What follows belongs to an exercise in optimizing a design on an open flow for small area; a production flow would make more cautious choices. Power is estimated from default activity; no workload was simulated.

## before
// sdm_bank
module sdm_bank #(
    parameter NCH = 4
) (
    input  wire              clk,
    input  wire              rst,
    input  wire              sdm_stb,
    input  wire [NCH-1:0]    sdm_dat,
    input  wire              cfg_we,
    input  wire [1:0]        cfg_ch,
    input  wire [1:0]        cfg_addr,
    input  wire [31:0]       cfg_wdata,
    output wire [NCH-1:0]    dat_valid,
    output wire [32*NCH-1:0] dat_word,
    output wire [NCH-1:0]    cmp_valid,
    output wire [16*NCH-1:0] cmp_value,
    output wire [NCH-1:0]    cmp_above,
    output wire [NCH-1:0]    cmp_below,
    output wire [NCH-1:0]    ovr,
    output wire [NCH-1:0]    active
);
For scale: about 7700 cells after synthesis, roughly 1700 flip-flops, roughly 260 I/O pins, roughly 71000 um2 of cells after synthesis.
make LEC_CHECK=0 ABC_AREA=1 CAP_MARGIN=20 CORE_MARGIN=2 CORE_UTILIZATION=40 PLACE_DENSITY=0.6 SLEW_MARGIN=20 finish   # period 12.0 ns
run.sh (not shown) runs the stock make flow with config.mk's settings and CLKGATE_MAP_FILE= SYNTH_SCRIPT=/design/flow/synth_recipe.tcl, a recipe that flattens the netlist after the stock synthesis.
> inputs changed (before -> after)
-- flow/config.mk --
<<< before, line 10
export CORE_MARGIN = 2
export CORE_UTILIZATION = 40
export PLACE_DENSITY = 0.6
export SLEW_MARGIN = 20
>>> after, line 10
export CORE_MARGIN = 2
export CORE_UTILIZATION = 55
export CTS_BUF_LIST = sky130_fd_sc_hd__clkbuf_4
export PLACE_DENSITY = 0.7
export SLEW_MARGIN = 20
Findings:
The met3 wirelength from detailed routing number comes out higher for after vs before.
after vs before, clock-pin slew on the worst setup and hold paths went up by 0.02 ns.
In terms of area share of buffers outside the clock network, after and before differ only marginally.
On multi-input logic area, after and before are neck and neck.
Sum of negative setup slack across after and before: no real change.
No functional check of the RTL was part of any run of this note.

---

Another version of the RTL of sdm_bank (not shown whole).
For scale: roughly 7700 cells after synthesis, roughly 1600 flip-flops, roughly 260 I/O pins.
// sdm_bank
module sdm_bank #(
    parameter NCH = 4
) (
    input  wire              clk,
    input  wire              rst,
    input  wire              sdm_stb,
    input  wire [NCH-1:0]    sdm_dat,
    input  wire              cfg_we,
    input  wire [1:0]        cfg_ch,
    input  wire [1:0]        cfg_addr,
    input  wire [31:0]       cfg_wdata,
    output wire [NCH-1:0]    dat_valid,
    output wire [32*NCH-1:0] dat_word,
    output wire [NCH-1:0]    cmp_valid,
    output wire [16*NCH-1:0] cmp_value,
    output wire [NCH-1:0]    cmp_above,
    output wire [NCH-1:0]    cmp_below,
    output wire [NCH-1:0]    ovr,
    output wire [NCH-1:0]    active
);
    reg  [1:0]  ph;                  
    wire [3:0]  op_smp, op_dat, op_dend, op_cend, op_clr, op_late;
    wire [3:0]  d_ovr, d_susp, d_lvl, d_pend, c_pend;
    wire [31:0] d_n1;
    wire [19:0] c_m1;
    wire [7:0]  c_k;
    wire [63:0] c_lo, c_hi;
    wire [3:0]  dload, cload;
    genvar n;
    generate
  ...
==> flow/config.mk <==
export PLATFORM = sky130hd
export DESIGN_NAME = sdm_bank
export DESIGN_NICKNAME = sdm_bank
export VERILOG_FILES = /design/flow/design.v
export SDC_FILE = /design/flow/constraint.sdc
export NUM_CORES = 4
export LEC_CHECK = 0
export ABC_AREA = 1
export CAP_MARGIN = 5
export CORE_MARGIN = 2
export CORE_UTILIZATION = 55
export PLACE_DENSITY = 0.7
export SLEW_MARGIN = 5
==> flow/constraint.sdc <==
create_clock -name core_clock -period 12.0 [get_ports {clk}]
set_input_delay 2.4000 -clock core_clock [delete_from_list [all_inputs] [get_ports {clk}]]
set_output_delay 2.4000 -clock core_clock [all_outputs]
set_load 0.01 [all_outputs]
standard.sh (not shown) runs the stock make flow with config.mk's settings and CLKGATE_MAP_FILE= SYNTH_SCRIPT=/design/flow/synth_recipe.tcl, a recipe that flattens the netlist after the stock synthesis.
==> flow/flow/run.sh <==
#!/bin/bash
# Standard layout, with the smallest buffer on the ports and clock tree
# synthesis with larger sink clusters and no dummy loads.
set -euo pipefail
export BUFFER_PORTS_ARGS="-buffer_cell sky130_fd_sc_hd__buf_1"
export CTS_ARGS="-sink_clustering_enable -repair_clock_nets -dont_use_dummy_load -buf_list sky130_fd_sc_hd__clkbuf_8 -sink_clustering_size 14 -sink_clustering_max_diameter 60"
bash standard.sh > standard.log 2>&1
The baseline completed with no timing, DRC or antenna violations.
Change:
--- a/flow/flow/run.sh
+++ b/flow/flow/run.sh
@@ -6 +6 @@
-export CTS_ARGS="-sink_clustering_enable -repair_clock_nets -dont_use_dummy_load -buf_list sky130_fd_sc_hd__clkbuf_8 -sink_clustering_size 14 -sink_clustering_max_diameter 60"
+export CTS_ARGS="-sink_clustering_enable -repair_clock_nets -dont_use_dummy_load -buf_list sky130_fd_sc_hd__clkbuf_16 -sink_clustering_size 20 -sink_clustering_max_diameter 80"
- CAP_MARGIN: 5 -> 20
- CTS_BUF_LIST: not set -> sky130_fd_sc_hd__clkbuf_4
- SLEW_MARGIN: 5 -> 20
Via count fell slightly.
Power rose by a few percent.
Core utilization rose by 0.32 points.
Global-route usage fell by 0.17 points.
Sequential cell count is unchanged.
First-iteration DRC count rose by a few percent.
Function was not checked in any run of this note: the RTL went through the layout flow alone.

## re-timing with driven ports
In the flow no input, the clock included, has a driving cell. The finished layouts below were timed again as built, in two steps.
Step 1 assumes that a clkbuf_16 drives the clock port and a buf_2 every other input.
Step 2 times the ports against the registers' clock, not the clock port: input delays grow and output delays shrink by t, the midpoint of the rising clock arrivals with the driver on.
a / b / c = ideal / step 1 / step 2; a / b = the first two.
run | shift t [ns] | setup WS [ns] | hold WS [ns] | worst setup path at the end | slew at the worst register clock pin (ns)
before | 0.896 | 1.189 / 1.189 / 1.189 | 0.308 / 0.308 / 0.308 | register to register | 0.07 / 0.07
after | 1.310 | 1.640 / 1.640 / 1.640 | 0.250 / 0.250 / 0.250 | register to register | 0.08 / 0.08
the first run of note 2 | 0.910 | 1.771 / 1.771 / 1.771 | 0.275 / 0.275 / 0.275 | register to register | 0.09 / 0.09
the second run of note 2 | 0.742 | 1.791 / 1.791 / 1.791 | 0.278 / 0.278 / 0.278 | register to register | 0.09 / 0.09
After both steps every run listed still meets setup and hold.
